Context: an optimization exercise on an open-source flow, tuned for small area and a short achievable clock period. The choices shown serve that exercise and are no tape-out recipe. RTL that was checked went through simulation tests only; none was proved equivalent to the original. Function not checked in run 1: the RTL went through the layout flow alone.

==> flow/design.v (outline; a module is shown in full before it is edited, if it fits) <==
// module wk512_munit: 1913 lines
// module wk512_fa: 10 lines
// module wk512_ha: 9 lines
module wk512_munit (
    input  wire        clk,
    input  wire        rst,         
    input  wire        in_valid,
    input  wire        in_short,
    input  wire [6:0]  in_opc,
    input  wire [4:0]  in_dst,
    input  wire [4:0]  in_src,
    input  wire [31:0] in_a,
    input  wire [31:0] in_b,
    input  wire        in_chain,
    output reg         g3_wen,
    output reg  [4:0]  g3_dst,
    output reg  [31:0] g3_data,
    output reg         g1_wen,
    output reg  [4:0]  g1_dst,
    output reg  [31:0] g1_data,
    output reg  [63:0] ac0,
    output reg  [63:0] ac1
);
  // ...
==> flow/flow/run.sh <==
#!/bin/bash
set -euo pipefail
export SETUP_SLACK_MARGIN=6
export BUFFER_PORTS_ARGS="-buffer_cell sky130_fd_sc_hd__buf_4"
bash standard.sh > standard_flow.log 2>&1
==> flow/standard.sh <==
#!/bin/bash
# synth_recipe.tcl (not shown) runs the flow's synth.tcl, then flattens the netlist and writes it again
# the make line also repeats each setting of config.mk as NAME=value (left out here)
make -C /OpenROAD-flow-scripts/flow DESIGN_CONFIG=/design/flow/config.mk WORK_HOME=/design/flow/orfs CLKGATE_MAP_FILE= SYNTH_SCRIPT=/design/flow/synth_recipe.tcl "${@:-finish}"
==> flow/config.mk <==
export PLATFORM = sky130hd
export DESIGN_NAME = wk512_munit
export DESIGN_NICKNAME = wk512_munit
export VERILOG_FILES = /design/flow/design.v
export SDC_FILE = /design/flow/constraint.sdc
export NUM_CORES = 4
export LEC_CHECK = 0
export CAP_MARGIN = 20
export CORE_MARGIN = 2
export CORE_UTILIZATION = 30
export PLACE_DENSITY = 0.45
export SLEW_MARGIN = 20
export SYNTH_HIERARCHICAL = 1
export SYNTH_MINIMUM_KEEP_SIZE = 0
==> flow/constraint.sdc <==
create_clock -name core_clock -period 11.5 [get_ports {clk}]
set_input_delay 2.3000 -clock core_clock [delete_from_list [all_inputs] [get_ports {clk}]]
set_output_delay 2.3000 -clock core_clock [all_outputs]
set_load 0.01 [all_outputs]
==> flow_metrics.env, run 1 <==
export IMPL_synth_simple_area_share=0.0991
export IMPL_slew_violations=0
export IMPL_wl_met1_mm=117
export IMPL_initial_core_util=0.302
export IMPL_clk_pin_slew_worst_paths_ns=0.06
export IMPL_grt_pass1_vias=49649
export IMPL_timing_rr_end="s2_acc[35]"
export IMPL_final_cell_mix="597 x a22oi_1, 574 x xnor2_1, 562 x dfxtp_1"
export IMPL_dp_cells=8004
export IMPL_largestRegisters="s2_pc: 65 flops, s2_ps: 65 flops"
export IMPL_yosys_warnings=7
export IMPL_outcome="no timing/DRC/antenna violations"
export IMPL_yosys_area_top_type="dfxtp_1"
export IMPL_whs_path_depth=0
export IMPL_final_cell_area_um2=61100
export IMPL_rr_startpoint="s2_acc[10]"
export IMPL_grt_pass1_wl_mm=402
export IMPL_fp_dieH_um=429
export IMPL_clkbuf_count=105
export IMPL_nonClkBufAreaFrac=0.0598
export IMPL_viasPerCell=6.19
export IMPL_antenna_found_initial=26
export IMPL_required_ns=12.08
export IMPL_synth_seq_area_share=0.222
export IMPL_design_seq_count=599
export IMPL_rsz0062_at_grt="true"
export IMPL_cts_hold_fix_buffers=0
export IMPL_ff_latch_area_um2=12100
==> inputs of run 2 (changes only) <==
--- a/flow/design.v
+++ b/flow/design.v
@@ -68,62 +68,38 @@
                 5'h07: begin d_mul = 1'b1; d_sgn = 1'b1; d_acw = 1'b1; d_accum = 1'b1; d_neg = 1'b1; d_acc_idx = 1'b0; end  
                 5'h08: begin d_mul = 1'b1; d_sgn = 1'b1; d_acw = 1'b1; d_accum = 1'b1; d_neg = 1'b1; d_acc_idx = 1'b1; end  
                 5'h09: begin d_rd = 1'b1; d_rdk = 2'd0; end  
                 5'h0A: begin d_rd = 1'b1; d_rdk = 2'd1; end  
                 default: ;
             endcase
         end
     end
-    wire        src = in_src[0];
+    wire [63:0] v   = in_src[0] ? ac1 : ac0;
     wire [5:0]  sh  = in_b[5:0];
     wire        rnd = (d_rdk == 2'd3) && (sh != 6'd0);    
-    wire        rk_ext = d_rdk[1];
-    wire        rk_lo  = (d_rdk == 2'd0);
-    wire        rk_hi  = (d_rdk == 2'd1);
-    reg [7:0] oh_c, oh_f;
-    integer qi;
+    wire [64:0] vx  = {v, 1'b0};
+    wire [32:0] sx  = $signed(vx) >>> sh;
+    wire [31:0] w   = sx[32:1];
+    wire        grd = sx[0];
+    wire [31:0] xs  = v[62:31] ^ {32{v[63]}};
+    wire [31:0] m_big = sh[5] ? 32'd0 : (32'hFFFF_FFFF << sh[4:0]);
+    wire        big = |(xs & m_big);
+    wire [4:0]  shm = sh[4:0] - 5'd1;              
+    wire [30:0] m_cl = 31'h7FFF_FFFF << shm;
+    wire        clamp = !v[63] && sh[5] && (sh[4:0] != 5'd0) && (&(v[62:32] | ~m_cl));
+    wire        inc = rnd && grd && !clamp;
+    reg  [31:0] rd_w;
     always @(*) begin
-        for (qi = 0; qi < 8; qi = qi + 1) begin
-            oh_c[qi] = (rk_ext && sh[5:3] == qi) || (rk_lo && qi == 0) || (rk_hi && qi == 4);
-            oh_f[qi] = (rk_ext && sh[2:0] == qi) || (!rk_ext && qi == 0);
-        end
+        case (d_rdk)
+            2'd0:    rd_w = v[31:0];
+            2'd1:    rd_w = v[63:32];
+            default: rd_w = w;
+        endcase
     end
-    wire [7:0] oh_c0 = oh_c & {8{!src}};
-    wire [7:0] oh_c1 = oh_c & {8{src}};
-    wire [95:0] vx0 = {{31{ac0[63]}}, ac0, 1'b0};
-    wire [95:0] vx1 = {{31{ac1[63]}}, ac1, 1'b0};
-    reg  [39:0] sy;
-    reg  [32:0] sz;
-    integer k, j;
-    always @(*) begin
-        for (k = 0; k < 40; k = k + 1) begin
-            sy[k] = 1'b0;
-            for (j = 0; j < 8; j = j + 1)
-                sy[k] = sy[k] | (oh_c0[j] & vx0[k + 8 * j]) | (oh_c1[j] & vx1[k + 8 * j]);
-        end
-        for (k = 0; k < 33; k = k + 1) begin
-            sz[k] = 1'b0;
-            for (j = 0; j < 8; j = j + 1)
-                sz[k] = sz[k] | (oh_f[j] & sy[k + j]);
-        end
-    end
-    wire [31:0] rd_w = sz[32:1];
-    wire        grd  = sz[0];
-    wire [31:0] th = 32'hFFFF_FFFF << sh[4:0];
-    wire [31:0] xs0 = ac0[62:31] ^ {32{ac0[63]}};
-    wire [31:0] xs1 = ac1[62:31] ^ {32{ac1[63]}};
-    wire        big0 = |(xs0 & th);
-    wire        big1 = |(xs1 & th);
-    wire        big = !sh[5] && (src ? big1 : big0);
-    wire        cl0 = !ac0[63] && (&(ac0[62:32] | ~th[31:1]));
-    wire        cl1 = !ac1[63] && (&(ac1[62:32] | ~th[31:1]));
-    wire        clamp = sh[5] && !th[0] && (src ? cl1 : cl0);
-    wire        inc = rnd && grd && !clamp;
-    wire        v63 = src ? ac1[63] : ac0[63];
     reg [31:0] r1_w;
     reg        r1_inc, r1_big, r1_neg;
     wire [63:0] wr_val = in_opc[4] ? {{32{in_a[31]}}, in_a} : {in_a, in_b};
     wire [31:0] e_a = d_sqr ? in_b : in_a;
     wire [32:0] e_xl = d_m16 ? {e_a[15], e_a[15:0], 16'b0} : {d_sgn & e_a[31], e_a};
     wire [32:0] e_xh = d_m16 ? {{17{e_a[31]}}, e_a[31:16]} : {d_sgn & e_a[31], e_a};
     wire [15:0] e_bo, e_bt, e_bn;
     wire        e_bu = in_b[31] & ~d_sgn & ~d_m16;
@@ -1894,17 +1870,17 @@
             g1_wen <= in_valid && d_rd && (in_dst != 5'd0);
         end
         g3_dst  <= s2_dst;
         g3_data <= s2_hi ? sum[63:32] : sum[31:0];
         g1_dst  <= in_dst;
         r1_w    <= rd_w;
         r1_inc  <= inc;
         r1_big  <= d_rdk[1] && big;
-        r1_neg  <= v63;
+        r1_neg  <= v[63];
     end
     wire [31:0] q0 = {r1_w[30:0], 1'b1};           
     wire [31:0] q1 = q0 & {q0[30:0], 1'b1};
     wire [31:0] q2 = q1 & {q1[29:0], 2'b11};
     wire [31:0] q3 = q2 & {q2[27:0], 4'hF};
     wire [31:0] q4 = q3 & {q3[23:0], 8'hFF};
     wire [31:0] q5 = q4 & {q4[15:0], 16'hFFFF};    
     wire        r1_inc_eff = r1_inc && (r1_neg || !q5[31]);
==> flow/flow/run.sh (replaced) <==
#!/bin/bash
set -euo pipefail
export SETUP_SLACK_MARGIN=6.5
export BUFFER_PORTS_ARGS="-buffer_cell sky130_fd_sc_hd__buf_2"
bash standard.sh > standard_flow.log 2>&1
==> flow/config.mk (replaced) <==
export PLATFORM = sky130hd
export DESIGN_NAME = wk512_munit
export DESIGN_NICKNAME = wk512_munit
export VERILOG_FILES = /design/flow/design.v
export SDC_FILE = /design/flow/constraint.sdc
export NUM_CORES = 4
export LEC_CHECK = 0
export CAP_MARGIN = 20
export CORE_MARGIN = 2
export CORE_UTILIZATION = 30
export CTS_BUF_LIST = sky130_fd_sc_hd__clkbuf_8 sky130_fd_sc_hd__clkbuf_4
export PLACE_DENSITY = 0.45
export SLEW_MARGIN = 20
export SYNTH_HIERARCHICAL = 1
export SYNTH_MINIMUM_KEEP_SIZE = 0
==> flow_metrics.env, run 2 <==
export IMPL_post_dp_hpwl_mm=196
export IMPL_cts_root_buf="clkbuf_8"
export IMPL_ioPinCount=290
export IMPL_yosysUniqueCellTypes=87
export IMPL_setup_viol=0
export IMPL_worst_ep_arrival_time_ns=3.10
export IMPL_tns_ns=0
export IMPL_synth_edf_count=0
export IMPL_ant_nets=0
export IMPL_viasPerCell=5.90
export IMPL_portBuffers=285
export IMPL_fp_dieH_um=428
export IMPL_fin_skew_ns=0.111
export IMPL_min_period_ns=5.40
export IMPL_cts_sinks=599
export IMPL_grt_pass1_vias=48525
export IMPL_crit_path_top_delay_cell="dfxtp_2"
export IMPL_required_ns=9.20
export IMPL_synth_fp_nets=6658
export IMPL_cts_buffers=106
export IMPL_grt_pass1_wl_mm=381
export IMPL_holdPathEnd="s2_acw"
export IMPL_timing_rr_end="s2_pc[24]"
export IMPL_fin_crit_sh=0.470
export IMPL_clk_pin_slew_worst_paths_ns=0.06
export IMPL_worst_pin_slew_ns=1.18
export IMPL_critPathKind="reg -> out"
export IMPL_synth_seq_area_share=0.223
export IMPL_syn_inst=5913
export IMPL_initialDrtViolationCount=5589
export IMPL_worst_slack_ns=6.10
export IMPL_slew_violations=0
export IMPL_whs_path_depth=0
export IMPL_fmax_mhz=185
export IMPL_htree_levels=3
export IMPL_drt_first_pass_iters=8
export IMPL_die_area_um2=183000
export IMPL_synth_area_top_cells="dfxtp_1 22%, fa_1 20%, xnor2_1 9.5%, a22oi_1 7.2%, mux2_2 4.7%"
export IMPL_grt_use_total=0.292
export IMPL_synth_seq_cells=599
export IMPL_critPathCaptureType="primary output"
export IMPL_synthFlopType="dfxtp_1"
export IMPL_final_cell_mix="575 x xnor2_1, 545 x fa_1, 539 x dfxtp_1"
export IMPL_finalHoldViolations=0
export IMPL_clock_path_buffers=3
export IMPL_rr_startpoint="s1_bn[4]"
export IMPL_rsz0062_at_grt="true"
export IMPL_hold_start="s1_acw"
export IMPL_place_ws_ns=4.99
export IMPL_initial_core_util=0.302
export IMPL_slew_headroom=0.206
export IMPL_area_delta_synth_final_pct=12.9
export IMPL_grt_overflow_total=0
export IMPL_yosys_cell_count_top_type="dfxtp_1"
export IMPL_grt_max_degree=95
export IMPL_place_congestion=0.957
export IMPL_synth_commonest_cells="599 x dfxtp_1, 584 x xnor2_1, 558 x clkbuf_1, 546 x fa_1, 517 x a22oi_1"
export IMPL_vias=49159
export IMPL_cts_tree="built"
export IMPL_startpoint_type="flop"
export IMPL_yosysTopAreaCellShare=0.223
export IMPL_yosys_area_top_type="dfxtp_1"
export IMPL_nets=6613
export IMPL_core_area_um2=178000
export IMPL_path_max_fanout=4
export IMPL_reg2reg_slack_ns=6.52
export IMPL_drive_above_1_share=0.193
export IMPL_syn_area_per_cell_um2=9.10
export IMPL_outcome="no timing/DRC/antenna violations"
export IMPL_wl_per_cell_um=33.0
export IMPL_cap_viol_max_count=0
export IMPL_rows=155
export IMPL_ys_async_sr_fraction=0
export IMPL_drt_drc_violations_left=0
export IMPL_largestRegisters="s2_pc: 65 flops, s2_ps: 65 flops"
export IMPL_final_common_cell="xnor2_1"
export IMPL_hold_path_class="reg -> reg"
export IMPL_reg2regPathDepth=9
export IMPL_antenna_found_initial=55
export IMPL_clock_latency_ns=0.91
export IMPL_fp_dieW_um=428
export IMPL_critPathMaxStageDelay_ns=0.33
export IMPL_crit_chain="and3_4 -> and4_1 -> nand4_1 -> o21a_1 -> and3_4 -> and2_4 -> buf_4 -> buf_6 -> xor2_1 -> nor2_1 -> nor2_1 -> buf_2"
export IMPL_yosys_warnings=7
export IMPL_cts_hold_fix_buffers=0
export IMPL_totalWireLength_mm=275
export IMPL_synth_area_um2=53800
-- run 2: changes by cell type in the layout (fill, tap and decap cells not counted), moves of 87 or more --
cell,change
a221oi_1,-87
buf_2,+282
buf_4,-325
clkbuf_8,+130
nor2_1,+174
-- run 2: how the worst max path moves through the flow --
| stage | startpoint | depth (start not counted) | end | slack [ns] |
|---|---|---|---|---|
| 4_1_cts | r1_w[10] | 12 | g1_data[30] | 6.11 |
| 6_report | r1_w[26] | 12 | g1_data[3] | 6.10 |
| 2_1_floorplan | in_b[0] | 20 | r1_inc | 6.46 |
| 5_1_grt | r1_w[26] | 12 | g1_data[3] | 6.02 |
| 3_3_place_gp | s2_acc[0] | 17 | s2_acc[58] | 4.96 |
| 3_5_place_dp | s2_acc[0] | 17 | s2_acc[58] | 4.99 |
-- run 2: kinds of logic after synthesis --
group                      share of synthesized area
DFF                                            0.223
and+or+nand+nor                                0.101
xor gates and xnor gates                       0.107
muxes                                         0.0858
AOI/OAI and AO/OA                              0.202
adders and majority gates                      0.230
buffers and inverters                         0.0520
-- run 2: layout make-up --
type	instances	area, µm²
multi-input cells	4592	39700
repair buffers	481	3190
inverters	88	333
flip-flops and latches	599	12100
fillers	18584	118000
clock inverters	33	379
clock buffers	162	2090
well taps	2355	2950
diodes	21	52.6
-- run 2: modules after synthesis (local to each module, per instance) --
module / cells inside / flops+latches
wk512_fa: 1 / 0
wk512_ha: 1 / 0
wk512_munit: 5338 / 599
-- run 2: per-layer routing --
metal	share of wire	GRT usage	wire, µm	vias up
li1	-	-	-	20667
met1	0.38	0.362	105000	24865
met2	0.45	0.452	123000	2824
met3	0.088	0.0610	24300	771
met4	0.082	0.204	22700	32
met5	0.00082	0	226	-
-- run 2: stage by stage --
stage,instance area [µm²],hold slack (ns),utilization,instances
6_report,60700,0.324,0.340,8331
2_1_floorplan,53900,0.310,-,5913
3_5_place_dp,57000,0.314,0.319,8062
3_3_place_gp,56900,0.311,0.319,8061
4_1_cts,60100,0.324,0.337,8294
5_1_grt,60700,0.331,0.340,8318
-- run 2: repair_timing --
item | 4_1_cts | 5_1_grt
buffers inserted | 35 | 14
gates cloned | 2 | 2
setup endpoints to repair | 292 | 167
pin swaps | 31 | 26
resized for setup | 115 | 115
-- run 2: worst max-delay path, delay by kind of cell, from the launching register on --
family | cells | cell delay [ns]
flops | 1 | 0.33
compound gates | 1 | 0.26
buf+inv | 3 | 0.40
simple gates | 7 | 1.10
xor+xnor | 1 | 0.14
==> inputs of run 3 (changes only) <==
==> flow/flow/run.sh (replaced) <==
#!/bin/bash
set -euo pipefail
export SETUP_SLACK_MARGIN=6
bash standard.sh > standard_flow.log 2>&1
--- a/flow/config.mk
+++ b/flow/config.mk
@@ -8,7 +8,6 @@
 export CAP_MARGIN = 20
 export CORE_MARGIN = 2
 export CORE_UTILIZATION = 30
-export CTS_BUF_LIST = sky130_fd_sc_hd__clkbuf_8 sky130_fd_sc_hd__clkbuf_4
 export PLACE_DENSITY = 0.45
 export SLEW_MARGIN = 20
 export SYNTH_HIERARCHICAL = 1
==> flow_metrics.env, run 3 <==
export IMPL_cts_sinks=599
export IMPL_critPathCaptureType="primary output"
export IMPL_yosys_warnings=7
export IMPL_yosys_area_top_type="dfxtp_1"
export IMPL_drt_first_pass_iters=6
export IMPL_critPathMaxStageDelay_ns=0.56
export IMPL_cap_viol_max_count=0
export IMPL_fin_cells=8222
export IMPL_cp_startpoint="r1_w[25]"
export IMPL_ioPinCount=290
export IMPL_syn_area_per_cell_um2=9.10
export IMPL_area_delta_synth_final_pct=14.0
export IMPL_antenna_found_initial=42
export IMPL_yosysTopAreaCellShare=0.223
export IMPL_min_period_ns=5.46
export IMPL_grt_pass1_wl_mm=381
export IMPL_startpoint_type="flop"
export IMPL_final_cell_mix="582 x xnor2_1, 565 x dfxtp_1, 546 x fa_1"
export IMPL_dp_cells=8073
export IMPL_worst_ep_arrival_time_ns=3.16
export IMPL_totalWireLength_mm=273
export IMPL_core_area_um2=178000
export IMPL_path_delay_family="simple AND/OR/NAND/NOR gates"
export IMPL_synth_edf_count=0
export IMPL_ys_async_sr_fraction=0
export IMPL_worst_pin_slew_ns=1.28
export IMPL_final_common_cell="xnor2_1"
export IMPL_vias=48508
export IMPL_largestRegisters="s2_pc: 65 flops, s2_ps: 65 flops"
export IMPL_critPathKind="reg -> out"
export IMPL_initial_core_util=0.302
export IMPL_setup_viol=0
export IMPL_die_area_um2=183000
export IMPL_hold_start="s1_idx"
export IMPL_required_ns=9.20
export IMPL_grt_max_degree=84
export IMPL_finalHoldViolations=0
export IMPL_synth_seq_area_share=0.223
export IMPL_synth_area_um2=53800
export IMPL_synth_commonest_cells="599 x dfxtp_1, 584 x xnor2_1, 558 x clkbuf_1, 546 x fa_1, 517 x a22oi_1"
export IMPL_yosys_cell_count_top_type="dfxtp_1"
export IMPL_rr_startpoint="s1_xh[13]"
export IMPL_synthFlopType="dfxtp_1"
export IMPL_htree_levels=3
export IMPL_clk_pin_slew_worst_paths_ns=0.06
export IMPL_clock_latency_ns=0.71
export IMPL_synth_fp_nets=6658
export IMPL_grt_pass1_vias=48038
export IMPL_wl_per_cell_um=33.2
export IMPL_cts_tree="built"
export IMPL_clock_path_buffers=3
export IMPL_fin_crit_sh=0.475
export IMPL_cts_buffers=72
export IMPL_crit_chain="and3_4 -> and4_1 -> nand4_1 -> and4_4 -> nand2_4 -> nor2_4 -> and2_4 -> buf_4 -> xnor2_1 -> a21oi_1 -> clkdlybuf4s50_1"
export IMPL_initialDrtViolationCount=5787
export IMPL_critPathBufInv=2
export IMPL_synth_area_top_cells="dfxtp_1 22%, fa_1 20%, xnor2_1 9.5%, a22oi_1 7.2%, mux2_2 4.7%"
export IMPL_fin_skew_ns=0.0534
export IMPL_drt_drc_violations_left=0
export IMPL_viasPerCell=5.90
export IMPL_hold_path_class="reg -> reg"
export IMPL_fp_dieH_um=428
export IMPL_tns_ns=0
export IMPL_portBuffers=285
export IMPL_rows=155
export IMPL_drive_above_1_share=0.117
export IMPL_fill_cells=18436
export IMPL_slew_violations=0
export IMPL_nets=6547
export IMPL_slew_headroom=0.145
export IMPL_crit_path_top_delay_cell="clkdlybuf4s50_1"
export IMPL_outcome="no timing/DRC/antenna violations"
export IMPL_fp_dieW_um=428
export IMPL_post_dp_hpwl_mm=198
export IMPL_synth_seq_cells=599
export IMPL_syn_inst=5913
export IMPL_path_max_fanout=7
export IMPL_cts_hold_fix_buffers=0
export IMPL_grt_overflow_total=0
export IMPL_fmax_mhz=183
export IMPL_ant_nets=0
export IMPL_yosysUniqueCellTypes=87
export IMPL_rsz0062_at_grt="true"
export IMPL_place_congestion=0.956
export IMPL_cts_root_buf="clkbuf_16"
export IMPL_grt_use_total=0.292
-- run 3: worst register-to-register path, delay by kind of cell (launching register included) --
kind            cells  cell delay (ns)
mux                 1             0.28
compound gates      1             0.29
xor+xnor            1             0.27
flops               1             1.16
fa+ha+maj           6             3.41
-- run 3: cell families (layout without fill, tap and decap cells) --
logic type / count (synthesis) / count (layout) / synth area share
flip-flops: 599 / 599 / 0.223
multiplexers: 402 / 402 / 0.0858
XOR/XNOR: 656 / 656 / 0.107
adder cells (fa/ha/maj): 660 / 660 / 0.230
buffers and inverters: 723 / 668 / 0.0520
other: 0 / 8 / 0
AO/OA/AOI/OAI: 1654 / 1654 / 0.202
AND/OR/NAND/NOR: 1219 / 1220 / 0.101
-- run 3: worst paths after layout --
path	to	slack (ns)	depth (start not counted)
worst max-delay path	g1_data[25]	6.04	11
worst min-delay path	s2_idx	0.33	0
worst max register to register	s2_pc[20]	6.06	9
worst min register to register	s2_idx	0.33	0
-- run 3: cell type report --
cell class / count / area, µm² / area share
Clock inverter: 35 / 539 / 0.00879
Clock buffer: 96 / 2040 / 0.0333
Timing Repair Buffer: 449 / 4100 / 0.0669
Inverter: 88 / 332 / 0.00541
Antenna cell: 8 / 20.0 / 0.000326
Multi-Input combinational cell: 4592 / 39300 / 0.641
Sequential cell: 599 / 12000 / 0.196
Tap cell: 2355 / 2950 / 0.0480
-- run 3: per-layer routing --
layer	vias to the layer above	track usage	routed length (µm)
li1	20518	-	-
met1	24481	0.362	104000
met2	2830	0.460	124000
met3	663	0.0635	25100
met4	16	0.187	20500
met5	-	0	99
-- run 3: modules after synthesis, one instance, submodules excluded --
module / copies in the design / flip-flops and latches / cell area, µm² / cells
wk512_fa: 545 / 0 / 20.0 / 1
wk512_munit: 1 / 599 / 42500 / 5338
wk512_ha: 30 / 0 / 12.5 / 1
-- run 3: timing repair --
item                                    4_1_cts  5_1_grt
setup buffers                                 3        6
cloned                                        1        0
resized for setup                            55       35
endpoints found under the setup margin      177      114
pin swaps                                     7        5
-- run 3: metrics by stage --
step                      utilization  setup WS (ns)  hold slack [ns]  cell area (µm²)
after global routing            0.344           5.92            0.331            61300
after detailed placement        0.327           4.89            0.312            58400
after floorplan                     -           6.00            0.310            53800
final                           0.344           6.04            0.326            61300
after CTS                       0.343           5.99            0.326            61200
after global placement          0.327           4.94            0.311            58400
==> inputs of run 4 (changes only) <==
==> flow/flow/run.sh (replaced) <==
#!/bin/bash
set -euo pipefail
export SETUP_SLACK_MARGIN=7
export BUFFER_PORTS_ARGS="-buffer_cell sky130_fd_sc_hd__buf_4"
bash standard.sh > standard_flow.log 2>&1
==> flow_metrics.env, run 4 <==
export IMPL_path_max_fanout=4
export IMPL_grt_pass1_vias=49553
export IMPL_portBuffers=285
export IMPL_cts_sinks=599
export IMPL_clock_path_buffers=3
export IMPL_fill_cells=17934
export IMPL_fp_dieH_um=428
export IMPL_placed_area_um2=57600
export IMPL_fin_crit_sh=0.461
export IMPL_fp_dieW_um=428
export IMPL_synth_area_top_cells="dfxtp_1 22%, fa_1 20%, xnor2_1 9.5%, a22oi_1 7.2%, mux2_2 4.7%"
export IMPL_hold_slack_ns=0.325
export IMPL_rsz0062_at_grt="true"
export IMPL_initialDrtViolationCount=7105
export IMPL_synth_commonest_cells="599 x dfxtp_1, 584 x xnor2_1, 558 x clkbuf_1, 546 x fa_1, 517 x a22oi_1"
export IMPL_crit_chain="and3_4 -> and4_4 -> nand4_1 -> and4_4 -> nand2_4 -> nor2_4 -> and2_4 -> and3_4 -> and2_4 -> xor2_4 -> o21a_1 -> buf_6"
export IMPL_wl_per_cell_um=35.2
export IMPL_ant_nets=0
export IMPL_nets=6809
export IMPL_yosys_area_top_type="dfxtp_1"
export IMPL_crit_path_top_delay_cell="dfxtp_2"
export IMPL_slew_violations=0
export IMPL_post_dp_hpwl_mm=198
export IMPL_cts_tree="built"
export IMPL_place_congestion=0.947
export IMPL_die_area_um2=183000
export IMPL_totalWireLength_mm=299
export IMPL_drt_first_pass_iters=9
export IMPL_setup_viol=0
export IMPL_yosys_warnings=7
export IMPL_path_delay_family="simple AND/OR/NAND/NOR gates"
export IMPL_ff_latch_area_um2=12300
export IMPL_synthFlopType="dfxtp_1"
export IMPL_drive_above_1_share=0.277
export IMPL_rows=155
export IMPL_synth_fp_nets=6658
export IMPL_synth_seq_area_share=0.223
export IMPL_yosysUniqueCellTypes=87
export IMPL_critPathMaxStageDelay_ns=0.35
export IMPL_slew_headroom=0.0529
export IMPL_cts_root_buf="clkbuf_16"
export IMPL_critPathKind="reg -> out"
export IMPL_critPathCaptureType="primary output"
export IMPL_syn_area_per_cell_um2=9.10
export IMPL_worst_slack_ns=6.20
export IMPL_syn_inst=5913
export IMPL_ioPinCount=290
export IMPL_yosys_cell_count_top_type="dfxtp_1"
export IMPL_synth_seq_cells=599
export IMPL_synth_area_um2=53800
export IMPL_yosysTopAreaCellShare=0.223
export IMPL_final_cell_area_um2=68000
export IMPL_hold_path_class="reg -> reg"
export IMPL_viasPerCell=6.05
export IMPL_cap_viol_max_count=0
export IMPL_cts_hold_fix_buffers=0
export IMPL_clock_latency_ns=0.71
export IMPL_fmax_mhz=189
export IMPL_min_period_ns=5.30
export IMPL_area_delta_synth_final_pct=26.4
export IMPL_startpoint_type="flop"
export IMPL_worst_ep_arrival_time_ns=3.00
export IMPL_critPathBufInv=1
export IMPL_grt_overflow_total=0
export IMPL_fin_skew_ns=0.0488
export IMPL_largestRegisters="s2_pc: 65 flops, s2_ps: 65 flops"
export IMPL_place_ws_ns=5.23
export IMPL_final_util=0.381
export IMPL_core_area_um2=178000
export IMPL_grt_pass1_wl_mm=400
export IMPL_cts_buffers=75
export IMPL_synth_edf_count=0
export IMPL_multi_input_area_um2=42100
export IMPL_ys_async_sr_fraction=0
export IMPL_clk_pin_slew_worst_paths_ns=0.06
export IMPL_grt_use_total=0.309
export IMPL_worst_pin_slew_ns=1.41
export IMPL_vias=51394
export IMPL_antenna_found_initial=38
export IMPL_grt_max_degree=77
export IMPL_htree_levels=3
export IMPL_initial_core_util=0.302
export IMPL_final_cell_mix="563 x xnor2_1, 493 x dfxtp_1, 482 x a22oi_1"
export IMPL_required_ns=9.20
export IMPL_outcome="no timing/DRC/antenna violations"
export IMPL_tns_ns=0
export IMPL_finalHoldViolations=0
export IMPL_final_common_cell="xnor2_1"
export IMPL_drt_drc_violations_left=0
-- run 4: per-module statistics from Yosys (local to each module, per instance) --
module | copies in the design | area [µm²]
wk512_fa | 545 | 20.0
wk512_munit | 1 | 42500
wk512_ha | 30 | 12.5
-- run 4: repair_timing --
| item | in CTS | in global routing |
|---|---|---|
| pin swaps | 161 | 247 |
| gates resized for setup | 699 | 388 |
| gates cloned | 45 | 22 |
| setup endpoints to repair | 412 | 369 |
| buffers inserted | 128 | 111 |
-- run 4: logic make-up after synthesis --
logic type / Yosys count / share of synthesized area
DFF: 599 / 0.223
adders and majority gates: 660 / 0.230
AOI/OAI and AO/OA: 1654 / 0.202
buffers and inverters: 723 / 0.0520
and+or+nand+nor: 1219 / 0.101
xor gates and xnor gates: 656 / 0.107
muxes: 402 / 0.0858
-- run 4: final cells by class --
type | count | area share
inverters | 88 | 0.00521
clock inverters | 34 | 0.00664
well taps | 2355 | 0.0433
flip-flops and latches | 599 | 0.180
diodes | 10 | 0.000368
multi-input cells | 4603 | 0.619
repair buffers | 697 | 0.114
clock buffers | 104 | 0.0310
-- run 4: path summary, 6_finish.rpt --
path	start	to	slack, ns	cells after the start
max	r1_w[26]	g1_data[30]	6.20	12
min	s1_acw	s2_acw	0.33	0
max reg2reg	s2_acc[34]	ac0[35]	6.63	15
min reg2reg	s1_acw	s2_acw	0.33	0
-- run 4: worst register-to-register path, stage by stage, from the launching register on --
cell and delay (ns):
dfxtp_2 0.36, fa_1 0.60, ha_4 0.24, a21o_1 0.18
o21bai_1 0.19, a21o_1 0.19, a2111o_1 0.40, a21o_4 0.23
a31oi_4 0.26, mux2_4 0.42, or4b_4 0.58, buf_16 0.17
or3_4 0.48, buf_6 0.18, buf_16 0.15, a31oi_1 0.18
-- run 4: metal layers --
| layer | routed length, µm | global-route usage | up-vias |
|---|---|---|---|
| met5 | 128 | 0 | - |
| met1 | 116000 | 0.404 | 26092 |
| li1 | - | - | 21102 |
| met4 | 24100 | 0.200 | 20 |
| met2 | 126000 | 0.455 | 3319 |
| met3 | 31900 | 0.0734 | 861 |
-- run 4: stage by stage --
step                std cells
finish                   8490
global route             8481
CTS                      8347
global placement         8036
detailed placement       8036
floorplan                5913
==> inputs of run 5 (changes only) <==
==> flow/flow/run.sh (replaced) <==
#!/bin/bash
set -euo pipefail
export SETUP_SLACK_MARGIN=6.5
export BUFFER_PORTS_ARGS="-buffer_cell sky130_fd_sc_hd__buf_4"
bash standard.sh > standard_flow.log 2>&1
--- a/flow/config.mk
+++ b/flow/config.mk
@@ -5,6 +5,7 @@
 export SDC_FILE = /design/flow/constraint.sdc
 export NUM_CORES = 4
 export LEC_CHECK = 0
+export ABC_AREA = 1
 export CAP_MARGIN = 20
 export CORE_MARGIN = 2
 export CORE_UTILIZATION = 30
==> flow_metrics.env, run 5 <==
export IMPL_initial_core_util=0.303
export IMPL_rows=156
export IMPL_yosysUniqueCellTypes=58
export IMPL_grt_use_total=0.304
export IMPL_grt_max_degree=102
export IMPL_synth_seq_cells=599
export IMPL_initialDrtViolationCount=6431
export IMPL_synth_seq_area_share=0.219
export IMPL_grt_pass1_vias=51213
export IMPL_hold_path_class="reg -> reg"
export IMPL_fill_cells=19508
export IMPL_grt_pass1_wl_mm=402
export IMPL_ioPinCount=290
export IMPL_htree_levels=3
export IMPL_yosysTopAreaCellShare=0.219
export IMPL_drive_above_1_share=0.135
export IMPL_totalWireLength_mm=293
export IMPL_ant_nets=0
export IMPL_synth_area_um2=54900
export IMPL_min_period_ns=5.04
export IMPL_setup_viol=0
export IMPL_startpoint_type="flop"
export IMPL_largestRegisters="s2_pc: 65 flops, s2_ps: 65 flops"
export IMPL_finalHoldViolations=0
export IMPL_grt_overflow_total=0
export IMPL_synth_commonest_cells="1863 x nand2_1, 725 x inv_1, 602 x xor2_1, 599 x dfxtp_1, 571 x o21ai_0"
export IMPL_synth_fp_nets=8102
export IMPL_rsz0062_at_grt="true"
export IMPL_path_max_fanout=5
export IMPL_clk_pin_slew_worst_paths_ns=0.06
export IMPL_cts_tree="built"
export IMPL_yosys_cell_count_top_type="nand2_1"
export IMPL_yosys_warnings=7
export IMPL_cts_hold_fix_buffers=0
export IMPL_viasPerCell=5.45
export IMPL_vias=53850
export IMPL_cts_sinks=599
export IMPL_yosys_area_top_type="dfxtp_1"
export IMPL_worst_pin_slew_ns=1.34
export IMPL_fp_dieW_um=432
export IMPL_tns_ns=0
export IMPL_required_ns=9.20
export IMPL_syn_area_per_cell_um2=7.46
export IMPL_fin_crit_sh=0.438
export IMPL_die_area_um2=186000
export IMPL_worst_ep_arrival_time_ns=2.74
export IMPL_place_ws_ns=4.76
export IMPL_worst_slack_ns=6.46
export IMPL_whs_path_depth=0
export IMPL_final_common_cell="nand2_1"
export IMPL_reg2reg_slack_ns=6.50
export IMPL_ys_async_sr_fraction=0
export IMPL_reg2regPathDepth=10
export IMPL_slew_headroom=0.0981
export IMPL_fmax_mhz=198
export IMPL_synthFlopType="dfxtp_1"
export IMPL_core_area_um2=181000
export IMPL_fp_dieH_um=432
export IMPL_antenna_found_initial=23
export IMPL_drt_first_pass_iters=8
export IMPL_critPathCaptureType="primary output"
export IMPL_clock_path_buffers=3
export IMPL_synth_edf_count=0
export IMPL_fin_skew_ns=0.0466
export IMPL_portBuffers=285
export IMPL_final_cell_mix="1843 x nand2_1, 689 x inv_1, 598 x xor2_1"
export IMPL_critPathKind="reg -> out"
export IMPL_place_congestion=1.02
export IMPL_cts_buffers=73
export IMPL_drt_drc_violations_left=0
export IMPL_placed_area_um2=59000
export IMPL_slew_violations=0
export IMPL_nets=8183
export IMPL_syn_inst=7357
export IMPL_area_delta_synth_final_pct=14.7
export IMPL_final_cell_area_um2=62900
export IMPL_cap_viol_max_count=0
export IMPL_synth_area_top_cells="dfxtp_1 22%, fa_1 20%, nand2_1 13%, xor2_1 9.6%, o22ai_1 6.1%"
export IMPL_clock_latency_ns=0.70
export IMPL_cts_root_buf="clkbuf_16"
export IMPL_wl_per_cell_um=29.6
export IMPL_outcome="no timing/DRC/antenna violations"
export IMPL_post_dp_hpwl_mm=227
run 5: cell types whose count changed after synthesis, sizes merged, moves of 224 or more:
cell	delta
xnor2	-570
mux2	-224
o22ai	+516
inv	+654
a22oi	-515
xor2	+530
o21ai	+249
nand2	+1505
run 5: layout make-up:
cell class              instances  area [µm²]  area share
inverters                     742        2870      0.0456
diodes                         13        32.5    0.000517
well taps                    2370        2970      0.0471
flip-flops and latches        599       12100       0.192
clock inverters                36         374     0.00595
repair inverters                1        5.00   0.0000796
clock buffers                  96        2020      0.0322
repair buffers                495        4070      0.0646
multi-input cells            5526       38500       0.612
run 5: what timing repair did:
action / 4_1_cts / 5_1_grt
pin swaps: 18 / 23
resized for setup: 104 / 80
setup endpoints to repair: 237 / 132
buffers inserted: 51 / 37
gates cloned: 1 / 0
run 5: logic make-up (layout without fill, tap and decap cells):
group	count (synthesis)	in the layout	synth area share
simple gates	2671	2671	0.200
compound gates	1552	1552	0.165
buf+inv	1232	1370	0.0876
fa+ha+maj	659	659	0.225
xor+xnor	616	616	0.0983
flops	599	599	0.219
mux	28	28	0.00511
other cells	0	13	0
run 5: per-module statistics from Yosys, one instance, submodules excluded:
module / cell area, µm² / flops+latches
wk512_munit: 43600 / 599
wk512_fa: 20.0 / 0
wk512_ha: 12.5 / 0
run 5: routing by layer:
metal  routed length, µm  track usage  vias up  part of all wire
li1                    -            -    23952                 -
met1              125000        0.419    26809              0.43
met2              126000        0.456     2605              0.43
met3               25100       0.0573      468             0.086
met4               16000        0.144       16             0.054
met5                 243      0.00546        -           0.00083
run 5: worst paths after layout:
path | to | startpoint
hold / removal | s2_hi | s1_hi
setup reg to reg | s2_pc[25] | s1_bn[12]
hold reg to reg | s2_hi | s1_hi
setup / recovery | g1_data[28] | r1_w[24]
run 5: worst max-delay path, cell delays in order, from the launching register on:
cell	delay, ns
dfxtp_1	0.47
nand2_1	0.08
nor2_1	0.20
nand3_2	0.13
nor2_4	0.13
nand2_2	0.06
nand4_1	0.10
buf_6	0.16
nor2_4	0.06
nand2_4	0.15
nor3_4	0.05
xor2_1	0.14
nand2_1	0.08
nand2_1	0.07
buf_6	0.16
run 5: stage by stage:
stage                     instances  hold WS, ns   util
final                          9878        0.325  0.347
after CTS                      9826        0.328  0.343
after detailed placement       9642        0.313  0.326
after global placement         9642        0.311  0.326
after floorplan                7357        0.310      -
after global routing           9870        0.334  0.347
==> inputs of run 6 (changes only) <==
--- a/flow/config.mk
+++ b/flow/config.mk
@@ -5,7 +5,6 @@
 export SDC_FILE = /design/flow/constraint.sdc
 export NUM_CORES = 4
 export LEC_CHECK = 0
-export ABC_AREA = 1
 export CAP_MARGIN = 20
 export CORE_MARGIN = 2
 export CORE_UTILIZATION = 30
==> flow_metrics.env, run 6 <==
export IMPL_drive_above_1_share=0.180
export IMPL_yosys_area_top_type="dfxtp_1"
export IMPL_area_delta_synth_final_pct=14.1
export IMPL_drt_first_pass_iters=9
export IMPL_synth_seq_cells=599
export IMPL_yosysUniqueCellTypes=87
export IMPL_largestRegisters="s2_pc: 65 flops, s2_ps: 65 flops"
export IMPL_clk_pin_slew_worst_paths_ns=0.06
export IMPL_final_cell_area_um2=61400
export IMPL_fp_dieW_um=428
export IMPL_portBuffers=285
export IMPL_critPathCaptureType="primary output"
export IMPL_grt_pass1_wl_mm=382
export IMPL_ant_nets=0
export IMPL_worst_pin_slew_ns=1.22
export IMPL_slew_violations=0
export IMPL_final_cell_mix="581 x xnor2_1, 542 x fa_1, 536 x dfxtp_1"
export IMPL_place_ws_ns=5.19
export IMPL_rows=155
export IMPL_required_ns=9.20
export IMPL_critPathKind="reg -> out"
export IMPL_yosys_warnings=7
export IMPL_htree_levels=3
export IMPL_ioPinCount=290
export IMPL_final_util=0.344
export IMPL_fmax_mhz=192
export IMPL_fin_crit_sh=0.454
export IMPL_path_delay_family="simple AND/OR/NAND/NOR gates"
export IMPL_syn_area_per_cell_um2=9.10
export IMPL_drt_drc_violations_left=0
export IMPL_final_common_cell="xnor2_1"
export IMPL_ff_latch_area_um2=12100
export IMPL_slew_headroom=0.166
export IMPL_multi_input_area_um2=39600
export IMPL_finalHoldViolations=0
export IMPL_place_congestion=0.956
export IMPL_totalWireLength_mm=275
export IMPL_worst_ep_arrival_time_ns=2.92
export IMPL_synthFlopType="dfxtp_1"
export IMPL_synth_fp_nets=6658
export IMPL_post_dp_hpwl_mm=198
export IMPL_startpoint_type="flop"
export IMPL_hold_path_class="reg -> reg"
export IMPL_die_area_um2=183000
export IMPL_clock_path_buffers=3
export IMPL_ys_async_sr_fraction=0
export IMPL_synth_area_top_cells="dfxtp_1 22%, fa_1 20%, xnor2_1 9.5%, a22oi_1 7.2%, mux2_2 4.7%"
export IMPL_grt_overflow_total=0
export IMPL_cts_root_buf="clkbuf_16"
export IMPL_path_common_cell="o21a_1"
export IMPL_viasPerCell=5.90
export IMPL_cts_tree="built"
export IMPL_cts_sinks=599
export IMPL_synth_commonest_cells="599 x dfxtp_1, 584 x xnor2_1, 558 x clkbuf_1, 546 x fa_1, 517 x a22oi_1"
export IMPL_rsz0062_at_grt="true"
export IMPL_min_period_ns=5.22
export IMPL_vias=48680
export IMPL_initialDrtViolationCount=5662
export IMPL_syn_inst=5913
export IMPL_antenna_found_initial=41
export IMPL_synth_edf_count=0
export IMPL_critPathMaxStageDelay_ns=0.39
export IMPL_hold_slack_ns=0.330
export IMPL_clock_latency_ns=0.70
export IMPL_grt_use_total=0.293
export IMPL_placed_area_um2=57600
export IMPL_tns_ns=0
export IMPL_outcome="no timing/DRC/antenna violations"
export IMPL_crit_chain="nand2_2 -> nor3_4 -> nand4_1 -> buf_4 -> o21a_1 -> and3_4 -> and2_4 -> nand3_4 -> nor2_4 -> nand2_1 -> xnor2_1 -> o21a_1 -> buf_6"
export IMPL_grt_max_degree=81
export IMPL_worst_slack_ns=6.28
export IMPL_cap_viol_max_count=0
export IMPL_grt_pass1_vias=48322
export IMPL_cts_buffers=73
export IMPL_setup_viol=0
export IMPL_critPathBufInv=2
export IMPL_fin_skew_ns=0.0613
export IMPL_initial_core_util=0.302
export IMPL_nets=6565
export IMPL_synth_area_um2=53800
export IMPL_fp_dieH_um=428
export IMPL_fill_cells=18371
export IMPL_core_area_um2=178000
export IMPL_synth_seq_area_share=0.223
export IMPL_crit_path_top_delay_cell="dfxtp_1"
export IMPL_yosys_cell_count_top_type="dfxtp_1"
export IMPL_yosysTopAreaCellShare=0.223
export IMPL_path_max_fanout=4
export IMPL_wl_per_cell_um=33.3
[run 6: changes by cell type after synthesis, moves of 125 or more]
cell | previous run | this run
nand2_1 | 1863 | 480
a22oi_1 | 2 | 517
o21ai_0 | 571 | 329
xor2_1 | 602 | 72
clkbuf_1 | 354 | 558
inv_1 | 725 | 83
xnor2_1 | 14 | 584
nand3_1 | 235 | 63
mux2i_1 | 28 | 153
mux2_2 | 0 | 224
o22ai_1 | 536 | 20
[run 6: worst paths after layout]
kind                      to  slack, ns     start  depth (start not counted)
hold reg to reg       s2_sat       0.33    s1_sat                          0
setup reg to reg   s2_pc[24]       6.54  s1_bn[8]                          9
hold / removal        s2_sat       0.33    s1_sat                          0
setup / recovery  g1_data[7]       6.28  r1_w[18]                         13
[run 6: routing by layer]
layer / global-route usage / share of wire / wire [µm] / vias up
li1: - / - / - / 20571
met1: 0.370 / 0.39 / 107000 / 24687
met2: 0.455 / 0.45 / 123000 / 2727
met3: 0.0533 / 0.085 / 23400 / 677
met4: 0.199 / 0.080 / 21900 / 18
met5: 0 / 0.00037 / 102 / -
[run 6: per-module statistics from Yosys, one instance, submodules excluded]
module	area, µm²	cells inside	flip-flops and latches
wk512_ha	12.5	1	0
wk512_fa	20.0	1	0
wk512_munit	42500	5338	599
[run 6: cell families (layout without fill, tap and decap cells)]
| family | Yosys count | after routing | share of synthesized area |
|---|---|---|---|
| buffers and inverters | 723 | 685 | 0.0520 |
| xor gates and xnor gates | 656 | 656 | 0.107 |
| DFF | 599 | 599 | 0.223 |
| AOI/OAI and AO/OA | 1654 | 1654 | 0.202 |
| adders and majority gates | 660 | 660 | 0.230 |
| muxes | 402 | 402 | 0.0858 |
| other | 0 | 14 | 0 |
| and+or+nand+nor | 1219 | 1219 | 0.101 |
[run 6: stage by stage]
| step | instances |
|---|---|
| final | 8244 |
| after detailed placement | 8053 |
| after global placement | 8053 |
| after floorplan | 5913 |
| after CTS | 8216 |
| after global routing | 8232 |
[run 6: final cells by class]
cell class,count,area share
Inverter,88,0.00554
Multi-Input combinational cell,4591,0.646
Antenna cell,14,0.000571
Timing Repair Buffer,467,0.0620
Tap cell,2355,0.0480
Clock inverter,38,0.00846
Sequential cell,599,0.197
Clock buffer,92,0.0330
[run 6: repair_timing]
action | 4_1_cts | 5_1_grt
endpoints found under the hold margin | 0 | 0
pin swaps | 28 | 26
gates cloned | 2 | 2
resized for setup | 120 | 106
hold buffers | 0 | 0
buffers inserted | 31 | 12
endpoints found under the setup margin | 331 | 199
==> inputs of run 7 (changes only) <==
==> flow/flow/run.sh (replaced) <==
#!/bin/bash
set -euo pipefail
export SETUP_SLACK_MARGIN=6.75
export BUFFER_PORTS_ARGS="-buffer_cell sky130_fd_sc_hd__buf_4"
bash standard.sh > standard_flow.log 2>&1
--- a/flow/config.mk
+++ b/flow/config.mk
@@ -8,6 +8,7 @@
 export CAP_MARGIN = 20
 export CORE_MARGIN = 2
 export CORE_UTILIZATION = 30
+export CTS_BUF_LIST = sky130_fd_sc_hd__clkbuf_8 sky130_fd_sc_hd__clkbuf_4
 export PLACE_DENSITY = 0.45
 export SLEW_MARGIN = 20
 export SYNTH_HIERARCHICAL = 1
==> flow_metrics.env, run 7 <==
export IMPL_core_area_um2=178000
export IMPL_synth_commonest_cells="599 x dfxtp_1, 584 x xnor2_1, 558 x clkbuf_1, 546 x fa_1, 517 x a22oi_1"
export IMPL_finalHoldViolations=0
export IMPL_synth_edf_count=0
export IMPL_critPathCaptureType="primary output"
export IMPL_yosys_cell_count_top_type="dfxtp_1"
export IMPL_synth_seq_area_share=0.223
export IMPL_post_dp_hpwl_mm=197
export IMPL_totalWireLength_mm=282
export IMPL_syn_area_per_cell_um2=9.10
export IMPL_antenna_found_initial=31
export IMPL_yosysUniqueCellTypes=87
export IMPL_synthFlopType="dfxtp_1"
export IMPL_nets=6662
export IMPL_place_congestion=0.962
export IMPL_ys_async_sr_fraction=0
export IMPL_grt_pass1_wl_mm=386
export IMPL_die_area_um2=183000
export IMPL_worst_ep_arrival_time_ns=3.22
export IMPL_initial_core_util=0.302
export IMPL_place_ws_ns=5.24
export IMPL_grt_util_met1=0.375
export IMPL_grt_use_total=0.296
export IMPL_worst_pin_slew_ns=1.27
export IMPL_cts_sinks=599
export IMPL_clock_latency_ns=0.86
export IMPL_startpoint_type="flop"
export IMPL_synth_fp_nets=6658
export IMPL_grt_max_degree=91
export IMPL_reg2reg_slack_ns=6.61
export IMPL_fmax_mhz=181
export IMPL_clock_path_buffers=3
export IMPL_synth_seq_cells=599
export IMPL_viasPerCell=5.93
export IMPL_rows=155
export IMPL_syn_inst=5913
export IMPL_wl_per_cell_um=33.7
export IMPL_cts_hold_fix_buffers=0
export IMPL_cts_buffers=110
export IMPL_outcome="no timing/DRC/antenna violations"
export IMPL_cap_viol_max_count=0
export IMPL_fp_dieW_um=428
export IMPL_cts_root_buf="clkbuf_8"
export IMPL_cts_tree="built"
export IMPL_htree_levels=3
export IMPL_drt_first_pass_iters=6
export IMPL_fin_skew_ns=0.0913
export IMPL_yosys_warnings=7
export IMPL_tns_ns=0
export IMPL_worst_slack_ns=5.98
export IMPL_slew_violations=0
export IMPL_fin_crit_sh=0.480
export IMPL_path_max_fanout=4
export IMPL_yosys_area_top_type="dfxtp_1"
export IMPL_setup_viol=0
export IMPL_final_common_cell="xnor2_1"
export IMPL_grt_pass1_vias=48751
export IMPL_critPathKind="reg -> out"
export IMPL_synth_area_top_cells="dfxtp_1 22%, fa_1 20%, xnor2_1 9.5%, a22oi_1 7.2%, mux2_2 4.7%"
export IMPL_yosysTopAreaCellShare=0.223
export IMPL_grt_overflow_total=0
export IMPL_vias=49620
export IMPL_initialDrtViolationCount=5942
export IMPL_hold_path_class="reg -> reg"
export IMPL_area_delta_synth_final_pct=18.4
export IMPL_clk_pin_slew_worst_paths_ns=0.06
export IMPL_grtUsageMet3=0.0620
export IMPL_portBuffers=285
export IMPL_largestRegisters="s2_pc: 65 flops, s2_ps: 65 flops"
export IMPL_met2_usage=0.454
export IMPL_rsz0062_at_grt="true"
export IMPL_required_ns=9.20
export IMPL_slew_headroom=0.146
export IMPL_top_usage_layer="met2"
export IMPL_drt_drc_violations_left=0
export IMPL_final_cell_mix="572 x xnor2_1, 534 x fa_1, 527 x dfxtp_1"
export IMPL_min_period_ns=5.52
export IMPL_drive_above_1_share=0.221
export IMPL_fp_dieH_um=428
export IMPL_ant_nets=0
export IMPL_ioPinCount=290
export IMPL_synth_area_um2=53800
run 7: cell counts after synthesis:
Identical to the previous run, type by type.
run 7: cells by family after synthesis:
group,share of synthesized area
muxes,0.0858
and+or+nand+nor,0.101
xor gates and xnor gates,0.107
DFF,0.223
buffers and inverters,0.0520
adders and majority gates,0.230
AOI/OAI and AO/OA,0.202
run 7: modules after synthesis (local to each module, per instance):
module	area, µm²	cells
wk512_ha	12.5	1
wk512_fa	20.0	1
wk512_munit	42500	5338
run 7: layout make-up:
class,instances,area (µm²)
Clock buffer,160,2040
Sequential cell,599,12100
Clock inverter,40,528
Antenna cell,12,30.0
Tap cell,2355,2950
Inverter,88,335
Timing Repair Buffer,526,5000
Fill cell,18361,115000
Multi-Input combinational cell,4592,40700
run 7: stage by stage:
step / util / area (µm²) / cells / hold slack [ns]
3_3_place_gp: 0.323 / 57600 / 8050 / 0.312
3_5_place_dp: 0.323 / 57600 / 8051 / 0.312
6_report: 0.357 / 63700 / 8372 / 0.327
5_1_grt: 0.357 / 63700 / 8360 / 0.333
4_1_cts: 0.348 / 62100 / 8332 / 0.327
2_1_floorplan: - / 53900 / 5913 / 0.310
run 7: final timing paths:
kind               from           to  cells after the start
max reg2reg  s2_acc[23]      ac0[41]                     18
max            r1_w[25]  g1_data[30]                     13
min              s1_idx       s2_idx                      0
min reg2reg      s1_idx       s2_idx                      0
run 7: worst max-delay path: stages, from the launching register on:
cell and delay (ns):
dfxtp_2 0.35, and3_4 0.18, and4_1 0.20, nand4_1 0.17
buf_4 0.18, and4_4 0.16, nand2_4 0.11, nor2_4 0.04
and2_4 0.17, and3_4 0.18, and2_4 0.17, xor2_2 0.14
o21a_1 0.18, buf_6 0.12
run 7: repair_timing:
item                                    4_1_cts  5_1_grt
cloned                                       16        5
endpoints found under the setup margin      391      302
resized for setup                           286      252
setup buffers                                65       23
pin swaps                                    74       83
run 7: metal layers:
layer | up-vias | part of all wire
li1 | 20809 | -
met1 | 25047 | 0.38
met2 | 2992 | 0.44
met3 | 754 | 0.095
met4 | 18 | 0.080
met5 | - | 0.00043
==> inputs of run 8 (changes only) <==
==> flow/flow/run.sh (replaced) <==
#!/bin/bash
set -euo pipefail
export SETUP_SLACK_MARGIN=6.5
export BUFFER_PORTS_ARGS="-buffer_cell sky130_fd_sc_hd__buf_4"
bash standard.sh > standard_flow.log 2>&1
--- a/flow/config.mk
+++ b/flow/config.mk
@@ -7,9 +7,8 @@
 export LEC_CHECK = 0
 export CAP_MARGIN = 20
 export CORE_MARGIN = 2
-export CORE_UTILIZATION = 30
-export CTS_BUF_LIST = sky130_fd_sc_hd__clkbuf_8 sky130_fd_sc_hd__clkbuf_4
-export PLACE_DENSITY = 0.45
+export CORE_UTILIZATION = 55
+export PLACE_DENSITY = 0.65
 export SLEW_MARGIN = 20
 export SYNTH_HIERARCHICAL = 1
 export SYNTH_MINIMUM_KEEP_SIZE = 0
==> flow_metrics.env, run 8 <==
export IMPL_initial_core_util=0.556
export IMPL_rsz0062_at_grt="true"
export IMPL_antenna_found_initial=34
export IMPL_clk_pin_slew_worst_paths_ns=0.06
export IMPL_drt_first_pass_iters=9
export IMPL_min_period_ns=5.25
export IMPL_area_delta_synth_final_pct=10.6
export IMPL_worst_ep_arrival_time_ns=2.95
export IMPL_slew_headroom=0.203
export IMPL_slew_violations=0
export IMPL_grt_use_total=0.464
export IMPL_hold_slack_ns=0.331
export IMPL_cap_viol_max_count=0
export IMPL_rows=114
export IMPL_htree_levels=3
export IMPL_synth_seq_cells=599
export IMPL_finalHoldViolations=0
export IMPL_drive_above_1_share=0.169
export IMPL_yosysTopAreaCellShare=0.223
export IMPL_synth_seq_area_share=0.223
export IMPL_fin_skew_ns=0.0364
export IMPL_post_dp_hpwl_mm=171
export IMPL_outcome="no timing/DRC/antenna violations"
export IMPL_vias=50277
export IMPL_setup_viol=0
export IMPL_ys_async_sr_fraction=0
export IMPL_grt_max_degree=91
export IMPL_synth_area_um2=53800
export IMPL_grt_pass1_wl_mm=337
export IMPL_ant_nets=0
export IMPL_path_max_fanout=3
export IMPL_fin_cells=7139
export IMPL_cts_root_buf="clkbuf_16"
export IMPL_wl_per_cell_um=33.5
export IMPL_totalWireLength_mm=239
export IMPL_place_ws_ns=5.25
export IMPL_fp_dieW_um=317
export IMPL_place_congestion=1.08
export IMPL_die_area_um2=100000
export IMPL_drt_drc_violations_left=0
export IMPL_fp_dieH_um=317
export IMPL_yosys_area_top_type="dfxtp_1"
export IMPL_yosys_warnings=7
export IMPL_synth_edf_count=0
export IMPL_grt_pass1_vias=46807
export IMPL_worst_pin_slew_ns=1.19
export IMPL_syn_area_per_cell_um2=9.10
export IMPL_synthFlopType="dfxtp_1"
export IMPL_cts_tree="built"
export IMPL_synth_fp_nets=6658
export IMPL_syn_inst=5913
export IMPL_final_cell_mix="578 x xnor2_1, 545 x fa_1, 544 x dfxtp_1"
export IMPL_nets=6534
export IMPL_worst_slack_ns=6.25
export IMPL_fmax_mhz=190
export IMPL_startpoint_type="flop"
export IMPL_critPathKind="reg -> out"
export IMPL_fin_crit_sh=0.457
export IMPL_yosys_cell_count_top_type="dfxtp_1"
export IMPL_initialDrtViolationCount=8596
export IMPL_final_common_cell="xnor2_1"
export IMPL_viasPerCell=7.04
export IMPL_clock_latency_ns=0.68
export IMPL_synth_area_top_cells="dfxtp_1 22%, fa_1 20%, xnor2_1 9.5%, a22oi_1 7.2%, mux2_2 4.7%"
export IMPL_core_area_um2=96900
export IMPL_ioPinCount=290
export IMPL_cts_buffers=69
export IMPL_grt_overflow_total=0
export IMPL_yosysUniqueCellTypes=87
export IMPL_largestRegisters="s2_pc: 65 flops, s2_ps: 65 flops"
export IMPL_required_ns=9.20
export IMPL_cts_sinks=599
export IMPL_hold_path_class="reg -> reg"
export IMPL_portBuffers=285
export IMPL_clock_path_buffers=3
export IMPL_synth_commonest_cells="599 x dfxtp_1, 584 x xnor2_1, 558 x clkbuf_1, 546 x fa_1, 517 x a22oi_1"
export IMPL_tns_ns=0
export IMPL_critPathCaptureType="primary output"
export IMPL_dp_cells=6963
[run 8: changes by cell type in the layout (fill, tap and decap cells not counted), moves of 21 or more]
| cell | before | now |
|---|---|---|
| clkbuf_16 | 4 | 71 |
| o21ai_0 | 306 | 328 |
| buf_12 | 27 | 5 |
| a31oi_1 | 131 | 152 |
| a21oi_1 | 260 | 286 |
| clkbuf_8 | 143 | 15 |
| clkbuf_4 | 26 | 0 |
| buf_6 | 49 | 10 |
| a31oi_4 | 24 | 1 |
[run 8: per-module statistics from Yosys (local to each module, per instance)]
module	copies in the design	cells	cell area [µm²]	flops+latches
wk512_fa	545	1	20.0	0
wk512_munit	1	5338	42500	599
wk512_ha	30	1	12.5	0
[run 8: metrics by stage]
stage                     instance area, µm²  utilization
after global routing                   59500        0.614
final                                  59500        0.615
after floorplan                        53900            -
after global placement                 56100        0.579
after CTS                              59000        0.610
after detailed placement               56100        0.579
[run 8: layer usage]
| layer | vias to the layer above | share of wire | GRT usage |
|---|---|---|---|
| met2 | 4287 | 0.41 | 0.657 |
| met4 | 38 | 0.074 | 0.277 |
| met3 | 922 | 0.14 | 0.147 |
| li1 | 20504 | - | - |
| met5 | - | 0.0013 | 0 |
| met1 | 24526 | 0.37 | 0.618 |
[run 8: area by class of cell]
cell class              count  area (µm²)
flip-flops and latches    599       12100
fillers                  8468       37300
inverters                  88         330
diodes                     20        50.0
clock buffers              92        1960
multi-input cells        4592       39500
repair buffers            439        3470
well taps                1276        1600
clock inverters            33         559
[run 8: path summary, 6_finish.rpt]
kind | from | end | slack (ns) | depth (start not counted)
setup / recovery | r1_w[26] | g1_data[4] | 6.25 | 12
setup reg to reg | s2_acc[34] | s2_acc[0] | 6.50 | 14
hold reg to reg | s1_acw | s2_acw | 0.33 | 0
hold / removal | s1_acw | s2_acw | 0.33 | 0
[run 8: cell families after synthesis]
| family | synth area share |
|---|---|
| AO/OA/AOI/OAI | 0.202 |
| adder cells (fa/ha/maj) | 0.230 |
| flip-flops | 0.223 |
| buffers and inverters | 0.0520 |
| AND/OR/NAND/NOR | 0.101 |
| XOR/XNOR | 0.107 |
| multiplexers | 0.0858 |
[run 8: worst max-delay path: stages (launching register included)]
cell and delay [ns]:
dfxtp_4 0.37, and3_4 0.19, and4_4 0.24, nand4_1 0.15
buf_4 0.17, o21a_1 0.18, and3_4 0.18, and2_4 0.17
buf_4 0.14, a21o_1 0.16, a21oi_2 0.13, nor2_1 0.06
buf_4 0.17
[run 8: what timing repair did]
item                                    4_1_cts  5_1_grt
resized for setup                            80       80
setup buffers                                11       17
hold endpoints to repair                      0        0
endpoints found under the setup margin      274      252
pin swaps                                    18       24
cloned                                        2        1
hold buffers                                  0        0
==> inputs of run 9 (changes only) <==
--- a/flow/config.mk
+++ b/flow/config.mk
@@ -5,10 +5,11 @@
 export SDC_FILE = /design/flow/constraint.sdc
 export NUM_CORES = 4
 export LEC_CHECK = 0
+export ABC_AREA = 1
 export CAP_MARGIN = 20
 export CORE_MARGIN = 2
-export CORE_UTILIZATION = 55
-export PLACE_DENSITY = 0.65
+export CORE_UTILIZATION = 45
+export PLACE_DENSITY = 0.55
 export SLEW_MARGIN = 20
 export SYNTH_HIERARCHICAL = 1
 export SYNTH_MINIMUM_KEEP_SIZE = 0
==> flow_metrics.env, run 9 <==
export IMPL_rsz0062_at_grt="true"
export IMPL_largestRegisters="s2_pc: 65 flops, s2_ps: 65 flops"
export IMPL_cts_sinks=599
export IMPL_synth_seq_area_share=0.219
export IMPL_cap_viol_max_count=0
export IMPL_fmax_mhz=199
export IMPL_slew_headroom=0.264
export IMPL_clock_latency_ns=0.68
export IMPL_clock_path_buffers=3
export IMPL_synth_area_top_cells="dfxtp_1 22%, fa_1 20%, nand2_1 13%, xor2_1 9.6%, o22ai_1 6.1%"
export IMPL_place_congestion=1.08
export IMPL_slew_violations=0
export IMPL_worst_pin_slew_ns=1.10
export IMPL_grt_max_degree=105
export IMPL_synth_edf_count=0
export IMPL_setup_viol=0
export IMPL_syn_area_per_cell_um2=7.46
export IMPL_path_max_fanout=5
export IMPL_critPathCaptureType="primary output"
export IMPL_yosys_warnings=7
export IMPL_area_delta_synth_final_pct=12.2
export IMPL_ioPinCount=290
export IMPL_synthFlopType="dfxtp_1"
export IMPL_crit_chain="nand2_1 -> nor3_1 -> nand3_2 -> nor2_4 -> nand2_4 -> nand4_1 -> buf_4 -> buf_12 -> nor2_4 -> nand2_4 -> nor3_4 -> xor2_1 -> nand2_1 -> nand2_1 -> buf_4"
export IMPL_core_area_um2=121000
export IMPL_drive_above_1_share=0.128
export IMPL_cts_tree="built"
export IMPL_grt_use_total=0.422
export IMPL_final_common_cell="nand2_1"
export IMPL_outcome="no timing/DRC/antenna violations"
export IMPL_fp_dieW_um=353
export IMPL_grt_pass1_vias=51954
export IMPL_critPathMaxStageDelay_ns=0.38
export IMPL_antenna_found_initial=15
export IMPL_multi_input_area_um2=38400
export IMPL_drt_first_pass_iters=8
export IMPL_cts_buffers=69
export IMPL_fill_cells=12332
export IMPL_post_dp_hpwl_mm=210
export IMPL_portBuffers=285
export IMPL_die_area_um2=125000
export IMPL_tns_ns=0
export IMPL_crit_path_top_delay_cell="dfxtp_1"
export IMPL_rows=128
export IMPL_fp_dieH_um=353
export IMPL_cts_hold_fix_buffers=0
export IMPL_critPathKind="reg -> out"
[run 9: cell types whose count changed in the layout (fill, tap and decap cells not counted), sizes merged, moves of 224 or more]
cell / before / now
o21ai: 337 / 586
nand2: 480 / 1985
xnor2: 584 / 14
a22oi: 517 / 2
mux2: 224 / 0
o22ai: 20 / 536
inv: 91 / 732
xor2: 72 / 602
[run 9: stage by stage]
| step | instances | hold slack, ns | cell area, µm² | util | worst slack (ns) |
|---|---|---|---|---|---|
| floorplan | 7357 | 0.310 | 54900 | - | 6.80 |
| global placement | 8890 | 0.310 | 57900 | 0.477 | 5.57 |
| detailed placement | 8890 | 0.315 | 57900 | 0.477 | 5.57 |
| CTS | 9062 | 0.327 | 61000 | 0.503 | 6.48 |
| global route | 9089 | 0.337 | 61500 | 0.507 | 6.30 |
| finish | 9101 | 0.326 | 61500 | 0.507 | 6.46 |
[run 9: final timing paths]
| check | cells past startpoint | endpoint | start | slack, ns |
|---|---|---|---|---|
| worst min-delay path | 0 | s2_acw | s1_acw | 0.33 |
| worst min register to register | 0 | s2_acw | s1_acw | 0.33 |
| worst max register to register | 11 | s2_ps[44] | s1_xl[26] | 6.52 |
| worst max-delay path | 15 | g1_data[28] | r1_w[28] | 6.46 |
[run 9: metal layers]
metal | GRT usage | vias up | share of wire
met5 | 0 | - | 0.00014
li1 | - | 23875 | -
met4 | 0.226 | 6 | 0.067
met3 | 0.123 | 634 | 0.12
met1 | 0.575 | 26571 | 0.40
met2 | 0.601 | 3658 | 0.41
[run 9: worst max-delay path: cells and delay by family, from the launching register on]
| kind | cells | cell delay (ns) |
|---|---|---|
| XOR/XNOR | 1 | 0.14 |
| buffers and inverters | 3 | 0.41 |
| flip-flops | 1 | 0.38 |
| AND/OR/NAND/NOR | 11 | 1.16 |
[run 9: per-module statistics from Yosys, one instance, submodules excluded]
module,copies in the design,flops+latches,cell area [µm²]
wk512_fa,545,0,20.0
wk512_ha,30,0,12.5
wk512_munit,1,599,43600
[run 9: cells by family after synthesis]
logic type / after synthesis / synth area share
buffers and inverters: 1232 / 0.0876
AO/OA/AOI/OAI: 1552 / 0.165
adder cells (fa/ha/maj): 659 / 0.225
flip-flops: 599 / 0.219
multiplexers: 28 / 0.00511
AND/OR/NAND/NOR: 2671 / 0.200
XOR/XNOR: 616 / 0.0983
[run 9: repair_timing]
action                     in CTS  in global routing
gates resized for setup        70                 81
hold endpoints to repair        0                  0
setup endpoints to repair     139                140
gates cloned                    4                  0
pin swaps                      15                 19
setup buffers                  45                 26
[run 9: layout make-up]
| class | instances | area share |
|---|---|---|
| multi-input combinational | 5527 | 0.624 |
| sequential | 599 | 0.196 |
| timing repair buffer | 469 | 0.0598 |
| inverter | 742 | 0.0460 |
| tap | 1625 | 0.0330 |
| clock buffer | 93 | 0.0323 |
| clock inverter | 30 | 0.00813 |
| antenna | 13 | 0.000529 |
| timing repair inverter | 3 | 0.000285 |

static timing again, ports no longer ideal:
The flow's constraints put no driver on any port. The routed layouts listed below were extracted and timed again, unchanged, in two steps. Step 1 assumes that a clkbuf_16 drives the clock port and a buf_2 every other input. Step 2, shift: input delay + t, output delay - t, t = (earliest + latest rising clock arrival at the registers) / 2. This alone moves slack from input paths to output paths. Slacks: ideal ports / drivers / drivers and shift; pairs: ideal ports / drivers.
run | t (ns) | setup WS [ns] | worst register clock-pin slew, ns | worst data-port slew with drivers (ns)
run 1 | 0.809 | 5.974 / 5.970 / 5.228 | 0.07 / 0.07 | 0.15
run 2 | 0.911 | 6.095 / 6.034 / 5.663 | 0.08 / 0.08 | 0.14
run 3 | 0.752 | 6.043 / 5.976 / 5.434 | 0.07 / 0.07 | 0.08
run 4 | 0.761 | 6.198 / 6.129 / 6.107 | 0.07 / 0.07 | 0.09
run 5 | 0.760 | 6.459 / 6.374 / 5.812 | 0.07 / 0.07 | 0.12
run 6 | 0.737 | 6.279 / 6.212 / 5.883 | 0.07 / 0.07 | 0.16
run 7 | 0.895 | 5.981 / 5.919 / 5.898 | 0.07 / 0.07 | 0.07
run 8 | 0.735 | 6.248 / 6.177 / 5.876 | 0.07 / 0.07 | 0.19
run 9 | 0.742 | 6.464 / 6.376 / 5.880 | 0.08 / 0.08 | 0.12
After both steps every run listed still meets setup and hold. For run 1, which loses most, drivers alone change the setup slack by -0.004 ns; drivers and shift together by -0.746 ns.
